This design comes from an exercise in tuning for small area, a short achievable clock period and few clock cycles per item on the open sky130 flow, not from production work.
At most, simulation tests tie the RTL to the original design; equivalence was not proved.

==> flow/design.v <==
module sha256_core (
    input  wire         clk,
    input  wire         rst,         
    input  wire         in_valid,
    output wire         in_ready,
    input  wire         in_first,
    input  wire [511:0] in_block,    
    output wire         out_valid,
    output wire [255:0] out_digest   
);
    localparam [255:0] IV = {32'h6a09e667, 32'hbb67ae85, 32'h3c6ef372, 32'ha54ff53a,
                             32'h510e527f, 32'h9b05688c, 32'h1f83d9ab, 32'h5be0cd19};
    function [31:0] rotr(input [31:0] x, input integer n);
        rotr = (x >> n) | (x << (32 - n));
    endfunction
    function [31:0] k_next(input [5:0] t);
        case (t)
            6'd0: k_next = 32'h71374491;
            6'd1: k_next = 32'hb5c0fbcf;
            6'd2: k_next = 32'he9b5dba5;
            6'd3: k_next = 32'h3956c25b;
            6'd4: k_next = 32'h59f111f1;
            6'd5: k_next = 32'h923f82a4;
            6'd6: k_next = 32'hab1c5ed5;
            6'd7: k_next = 32'hd807aa98;
            6'd8: k_next = 32'h12835b01;
            6'd9: k_next = 32'h243185be;
            6'd10: k_next = 32'h550c7dc3;
            6'd11: k_next = 32'h72be5d74;
            6'd12: k_next = 32'h80deb1fe;
            6'd13: k_next = 32'h9bdc06a7;
            6'd14: k_next = 32'hc19bf174;
            6'd15: k_next = 32'he49b69c1;
            6'd16: k_next = 32'hefbe4786;
            6'd17: k_next = 32'h0fc19dc6;
            6'd18: k_next = 32'h240ca1cc;
            6'd19: k_next = 32'h2de92c6f;
            6'd20: k_next = 32'h4a7484aa;
            6'd21: k_next = 32'h5cb0a9dc;
            6'd22: k_next = 32'h76f988da;
            6'd23: k_next = 32'h983e5152;
            6'd24: k_next = 32'ha831c66d;
            6'd25: k_next = 32'hb00327c8;
            6'd26: k_next = 32'hbf597fc7;
            6'd27: k_next = 32'hc6e00bf3;
            6'd28: k_next = 32'hd5a79147;
            6'd29: k_next = 32'h06ca6351;
            6'd30: k_next = 32'h14292967;
            6'd31: k_next = 32'h27b70a85;
            6'd32: k_next = 32'h2e1b2138;
            6'd33: k_next = 32'h4d2c6dfc;
            6'd34: k_next = 32'h53380d13;
            6'd35: k_next = 32'h650a7354;
            6'd36: k_next = 32'h766a0abb;
            6'd37: k_next = 32'h81c2c92e;
            6'd38: k_next = 32'h92722c85;
            6'd39: k_next = 32'ha2bfe8a1;
            6'd40: k_next = 32'ha81a664b;
            6'd41: k_next = 32'hc24b8b70;
            6'd42: k_next = 32'hc76c51a3;
            6'd43: k_next = 32'hd192e819;
            6'd44: k_next = 32'hd6990624;
            6'd45: k_next = 32'hf40e3585;
            6'd46: k_next = 32'h106aa070;
            6'd47: k_next = 32'h19a4c116;
            6'd48: k_next = 32'h1e376c08;
            6'd49: k_next = 32'h2748774c;
            6'd50: k_next = 32'h34b0bcb5;
            6'd51: k_next = 32'h391c0cb3;
            6'd52: k_next = 32'h4ed8aa4a;
            6'd53: k_next = 32'h5b9cca4f;
            6'd54: k_next = 32'h682e6ff3;
            6'd55: k_next = 32'h748f82ee;
            6'd56: k_next = 32'h78a5636f;
            6'd57: k_next = 32'h84c87814;
            6'd58: k_next = 32'h8cc70208;
            6'd59: k_next = 32'h90befffa;
            6'd60: k_next = 32'ha4506ceb;
            6'd61: k_next = 32'hbef9a3f7;
            6'd62: k_next = 32'hc67178f2;
            6'd63: k_next = 32'h428a2f98;
            default: k_next = 32'h0;
        endcase
    endfunction
    function [31:0] ivw(input integer i);
        ivw = IV[255 - 32*i -: 32];
    endfunction
    function [31:0] add_bk(input [31:0] x, input [31:0] y);
        reg [31:0] gg, tt, G, T;
        integer lv, i;
        begin
            gg = x & y;
            tt = x ^ y;
            G  = gg;
            T  = tt;
            for (lv = 0; lv < 5; lv = lv + 1)
                for (i = 0; i < 32; i = i + 1)
                    if ((i % (2 << lv)) == (2 << lv) - 1) begin
                        G[i] = G[i] | (T[i] & G[i - (1 << lv)]);
                        T[i] = T[i] & T[i - (1 << lv)];
                    end
            for (lv = 3; lv >= 0; lv = lv - 1)
                for (i = 0; i < 32; i = i + 1)
                    if (i >= (3 << lv) - 1 && (i % (2 << lv)) == (1 << lv) - 1) begin
                        G[i] = G[i] | (T[i] & G[i - (1 << lv)]);
                        T[i] = T[i] & T[i - (1 << lv)];
                    end
            add_bk = tt ^ {G[30:0], 1'b0};
        end
    endfunction
    function [63:0] csa(input [31:0] x, input [31:0] y, input [31:0] z);
        csa = {x ^ y ^ z, ((x & y) | (x & z) | (y & z)) << 1};
    endfunction
    reg  [31:0] a, b, c, d, e, f, g, h;
    reg  [31:0] w [0:15];      
    reg  [31:0] ra [0:3];      
    reg  [31:0] re [0:3];      
    reg  [31:0] P, Q;          
    reg  [1:0]  ph;            
    reg  [5:0]  cnt;           
    reg         run;           
    reg         lpend;         
    reg         first_q;       
    reg         fiv;           
    reg  [3:0]  j;             
    reg         rdy;
    reg         ov;
    assign in_ready   = rdy;
    assign out_valid  = ov;
    assign out_digest = {ra[0], ra[3], ra[2], ra[1], re[0], re[3], re[2], re[1]};
    wire accept  = in_valid & rdy;
    wire loading = ~lpend & (~run | (cnt >= 6'd47));
    reg        run_n;
    reg  [5:0] cnt_n;
    reg  [3:0] j_n;
    reg        loading_n;
    always @* begin
        run_n = run;
        cnt_n = cnt;
        if (lpend) begin
            run_n = 1'b1;
            cnt_n = 6'd0;
        end else if (run) begin
            if (cnt == 6'd63) run_n = 1'b0;
            else              cnt_n = cnt + 6'd1;
        end
        j_n = (loading & in_valid & ~accept & ((j != 4'd0) | (ph == 2'd3))) ? j + 4'd1 : 4'd0;
        loading_n = ~accept & (~run_n | (cnt_n >= 6'd47));
    end
    always @(posedge clk) begin
        if (rst) begin
            ph    <= 2'd3;
            run   <= 1'b0;
            lpend <= 1'b0;
            cnt   <= 6'd63;
            j     <= 4'd0;
            rdy   <= 1'b0;
            ov    <= 1'b0;
        end else begin
            ph    <= ph + 2'd1;
            run   <= run_n;
            lpend <= accept;
            cnt   <= cnt_n;
            j     <= j_n;
            rdy   <= loading_n & (j_n == 4'd15);
            ov    <= run & (cnt == 6'd63);
        end
    end
    always @(posedge clk) begin
        if (accept) first_q <= in_first;
        if (lpend)  fiv     <= first_q;
    end
    wire [31:0] S1  = rotr(e, 6) ^ rotr(e, 11) ^ rotr(e, 25);
    wire [31:0] CH  = (e & f) ^ (~e & g);
    wire [31:0] S0  = rotr(a, 2) ^ rotr(a, 13) ^ rotr(a, 22);
    wire [31:0] MAJ = (a & b) ^ (a & c) ^ (b & c);
    wire [63:0] ce  = csa(Q, S1, CH);
    wire [31:0] e_new = ce[63:32] + ce[31:0];
    wire [63:0] ca1 = csa(P, S1, CH);
    wire [63:0] ca2 = csa(ca1[63:32], ca1[31:0], S0);
    wire [63:0] ca3 = csa(ca2[63:32], ca2[31:0], MAJ);
    wire [31:0] a_new = ca3[63:32] + ca3[31:0];
    wire [31:0] init0 = first_q ? ivw(0) : ra[1];
    wire [31:0] init1 = first_q ? ivw(1) : ra[0];
    wire [31:0] init2 = first_q ? ivw(2) : ra[3];
    wire [31:0] init3 = first_q ? ivw(3) : ra[2];
    wire [31:0] init4 = first_q ? ivw(4) : re[1];
    wire [31:0] init5 = first_q ? ivw(5) : re[0];
    wire [31:0] init6 = first_q ? ivw(6) : re[3];
    wire [31:0] init7 = first_q ? ivw(7) : re[2];
    wire [31:0] ivA   = (cnt == 6'd61) ? ivw(3) : (cnt == 6'd62) ? ivw(2) : ivw(1);
    wire [31:0] ivE   = (cnt == 6'd61) ? ivw(7) : (cnt == 6'd62) ? ivw(6) : ivw(5);
    wire [31:0] sumA  = add_bk(a, fiv ? ivA : ra[0]);
    wire [31:0] sumE  = add_bk(e, fiv ? ivE : re[0]);
    wire        fin   = run & (cnt >= 6'd61);
    wire        last  = run & (cnt == 6'd63);
    wire selI = lpend & (first_q | ~run);
    always @(posedge clk) begin
        a <= selI  ? init0 : a_new;
        b <= lpend ? (selI ? init1 : sumA) : a;
        c <= lpend ? init2 : b;
        d <= lpend ? init3 : c;
        e <= selI  ? init4 : e_new;
        f <= lpend ? (selI ? init5 : sumE) : e;
        g <= lpend ? init6 : f;
        h <= lpend ? init7 : g;
    end
    always @(posedge clk) begin
        ra[0] <= last ? a_new : ra[1];
        ra[1] <= ra[2];
        ra[2] <= ra[3];
        ra[3] <= fin ? sumA : ra[0];
        re[0] <= last ? e_new : re[1];
        re[1] <= re[2];
        re[2] <= re[3];
        re[3] <= fin ? sumE : re[0];
    end
    wire        fold = run & (cnt == 6'd62);
    wire [31:0] base0 = fiv ? ivw(0) : ra[2];
    wire [31:0] base4 = fiv ? ivw(4) : re[2];
    wire [31:0] opG  = lpend ? init7 : g;
    wire [31:0] opC  = lpend ? init3 : c;
    wire [31:0] kn   = k_next(cnt);
    wire [63:0] cp1  = csa(opG, kn, w[0]);
    wire [63:0] cp2  = csa(cp1[63:32], cp1[31:0], fold ? base0 : 32'd0);
    wire [63:0] cq1  = csa(cp1[63:32], cp1[31:0], opC);
    wire [63:0] cq2  = csa(cq1[63:32], cq1[31:0], fold ? base4 : 32'd0);
    always @(posedge clk) begin
        P <= add_bk(cp2[63:32], cp2[31:0]);
        Q <= add_bk(cq2[63:32], cq2[31:0]);
    end
    wire [31:0] sm0 = rotr(w[1], 7) ^ rotr(w[1], 18) ^ (w[1] >> 3);
    wire [31:0] sm1 = rotr(w[14], 17) ^ rotr(w[14], 19) ^ (w[14] >> 10);
    wire [63:0] cw1 = csa(sm1, w[9], sm0);
    wire [63:0] cw2 = csa(cw1[63:32], cw1[31:0], w[0]);
    wire [31:0] w_next = add_bk(cw2[63:32], cw2[31:0]);
    wire [31:0] w_in = in_block[511 - 32*j -: 32];
    integer i;
    always @(posedge clk) begin
        for (i = 0; i < 15; i = i + 1)
            w[i] <= w[i + 1];
        w[15] <= loading ? w_in : w_next;
    end
endmodule
make LEC_CHECK=0 ABC_CLOCK_PERIOD_IN_PS=3000 CAP_MARGIN=20 CORE_MARGIN=2 CORE_UTILIZATION=40 SETUP_SLACK_MARGIN=5 SLEW_MARGIN=20 finish   # period 10.0 ns
run.sh (not shown) runs the stock make flow with config.mk's settings and CLKGATE_MAP_FILE= SYNTH_SCRIPT=/design/flow/synth_recipe.tcl, a recipe that flattens the netlist after the stock synthesis.
The starting point went through all stages and came out clean.
Edit:
--- a/flow/design.v
+++ b/flow/design.v
@@ -172,16 +172,21 @@
     end
     wire [31:0] S1  = rotr(e, 6) ^ rotr(e, 11) ^ rotr(e, 25);
     wire [31:0] CH  = (e & f) ^ (~e & g);
     wire [31:0] S0  = rotr(a, 2) ^ rotr(a, 13) ^ rotr(a, 22);
     wire [31:0] MAJ = (a & b) ^ (a & c) ^ (b & c);
-    wire [63:0] ce  = csa(Q, S1, CH);
-    wire [31:0] e_new = ce[63:32] + ce[31:0];
-    wire [63:0] ca1 = csa(P, S1, CH);
-    wire [63:0] ca2 = csa(ca1[63:32], ca1[31:0], S0);
-    wire [63:0] ca3 = csa(ca2[63:32], ca2[31:0], MAJ);
-    wire [31:0] a_new = ca3[63:32] + ca3[31:0];
+    wire        last  = run & (cnt == 6'd63);
+    wire [31:0] z0    = last ? (fiv ? ivw(0) : ra[1]) : 32'd0;
+    wire [31:0] z4    = last ? (fiv ? ivw(4) : re[1]) : 32'd0;
+    wire [63:0] ce1 = csa(Q, z4, CH);
+    wire [63:0] ce2 = csa(ce1[63:32], ce1[31:0], S1);
+    wire [31:0] e_new = ce2[63:32] + ce2[31:0];
+    wire [63:0] ca1 = csa(P, z0, CH);
+    wire [63:0] ca2 = csa(S1, S0, MAJ);
+    wire [63:0] ca3 = csa(ca1[63:32], ca1[31:0], ca2[31:0]);
+    wire [63:0] ca4 = csa(ca3[63:32], ca3[31:0], ca2[63:32]);
+    wire [31:0] a_new = ca4[63:32] + ca4[31:0];
     wire [31:0] init0 = first_q ? ivw(0) : ra[1];
     wire [31:0] init1 = first_q ? ivw(1) : ra[0];
     wire [31:0] init2 = first_q ? ivw(2) : ra[3];
     wire [31:0] init3 = first_q ? ivw(3) : ra[2];
     wire [31:0] init4 = first_q ? ivw(4) : re[1];
@@ -191,11 +196,10 @@
     wire [31:0] ivA   = (cnt == 6'd61) ? ivw(3) : (cnt == 6'd62) ? ivw(2) : ivw(1);
     wire [31:0] ivE   = (cnt == 6'd61) ? ivw(7) : (cnt == 6'd62) ? ivw(6) : ivw(5);
     wire [31:0] sumA  = add_bk(a, fiv ? ivA : ra[0]);
     wire [31:0] sumE  = add_bk(e, fiv ? ivE : re[0]);
     wire        fin   = run & (cnt >= 6'd61);
-    wire        last  = run & (cnt == 6'd63);
     wire selI = lpend & (first_q | ~run);
     always @(posedge clk) begin
         a <= selI  ? init0 : a_new;
         b <= lpend ? (selI ? init1 : sumA) : a;
         c <= lpend ? init2 : b;
@@ -213,29 +217,24 @@
         re[0] <= last ? e_new : re[1];
         re[1] <= re[2];
         re[2] <= re[3];
         re[3] <= fin ? sumE : re[0];
     end
-    wire        fold = run & (cnt == 6'd62);
-    wire [31:0] base0 = fiv ? ivw(0) : ra[2];
-    wire [31:0] base4 = fiv ? ivw(4) : re[2];
     wire [31:0] opG  = lpend ? init7 : g;
     wire [31:0] opC  = lpend ? init3 : c;
     wire [31:0] kn   = k_next(cnt);
     wire [63:0] cp1  = csa(opG, kn, w[0]);
-    wire [63:0] cp2  = csa(cp1[63:32], cp1[31:0], fold ? base0 : 32'd0);
     wire [63:0] cq1  = csa(cp1[63:32], cp1[31:0], opC);
-    wire [63:0] cq2  = csa(cq1[63:32], cq1[31:0], fold ? base4 : 32'd0);
-    always @(posedge clk) begin
-        P <= add_bk(cp2[63:32], cp2[31:0]);
-        Q <= add_bk(cq2[63:32], cq2[31:0]);
+    always @(posedge clk) begin
+        P <= cp1[63:32] + cp1[31:0];
+        Q <= cq1[63:32] + cq1[31:0];
     end
     wire [31:0] sm0 = rotr(w[1], 7) ^ rotr(w[1], 18) ^ (w[1] >> 3);
     wire [31:0] sm1 = rotr(w[14], 17) ^ rotr(w[14], 19) ^ (w[14] >> 10);
     wire [63:0] cw1 = csa(sm1, w[9], sm0);
     wire [63:0] cw2 = csa(cw1[63:32], cw1[31:0], w[0]);
-    wire [31:0] w_next = add_bk(cw2[63:32], cw2[31:0]);
+    wire [31:0] w_next = cw2[63:32] + cw2[31:0];
     wire [31:0] w_in = in_block[511 - 32*j -: 32];
     integer i;
     always @(posedge clk) begin
         for (i = 0; i < 15; i = i + 1)
             w[i] <= w[i + 1];
The changed run completed without violations.
Die area goes up slightly.
Worst setup slack gains 0.30 ns.
Cell count climbs slightly.
Core utilization goes down by 1.1 points.
Worst hold slack got worse by 0.025 ns.
Routed wire length went down by a few percent.
Via count rose by a few percent.
Critical path depth drops by 4.
Synthesized area rises slightly.
Sequential cell count stays the same.
Global-route usage came out lower by 1.3 points.
Testbench counts after the change, summed over its fixed seeds: cycles 20,624, items 320.
Function not checked in the first run of this note: the RTL went through the layout flow alone.

-- afterwards: timing with drivers on the ports --
The results above use ideal ports. As a check the final layouts listed here were re-extracted and re-timed, cells and wires unchanged. Step 1 assumes that a clkbuf_16 drives the clock port and a buf_2 every other input. Step 2 times the ports against the registers' clock, not the clock port: input delays grow and output delays shrink by t, the midpoint of the rising clock arrivals with the driver on. Slacks: ideal ports / drivers / drivers and shift; pairs: ideal ports / drivers.
run	t (ns)	setup WS [ns]	worst setup path after step 2
the first run	0.819	4.255 / 4.255 / 4.255	register to register
the second run	0.826	4.551 / 4.551 / 4.339	input to register
After both steps setup and hold are still met in every run listed. For the second run, which loses most, drivers alone change the setup slack by 0.000 ns; drivers and shift together by -0.212 ns.
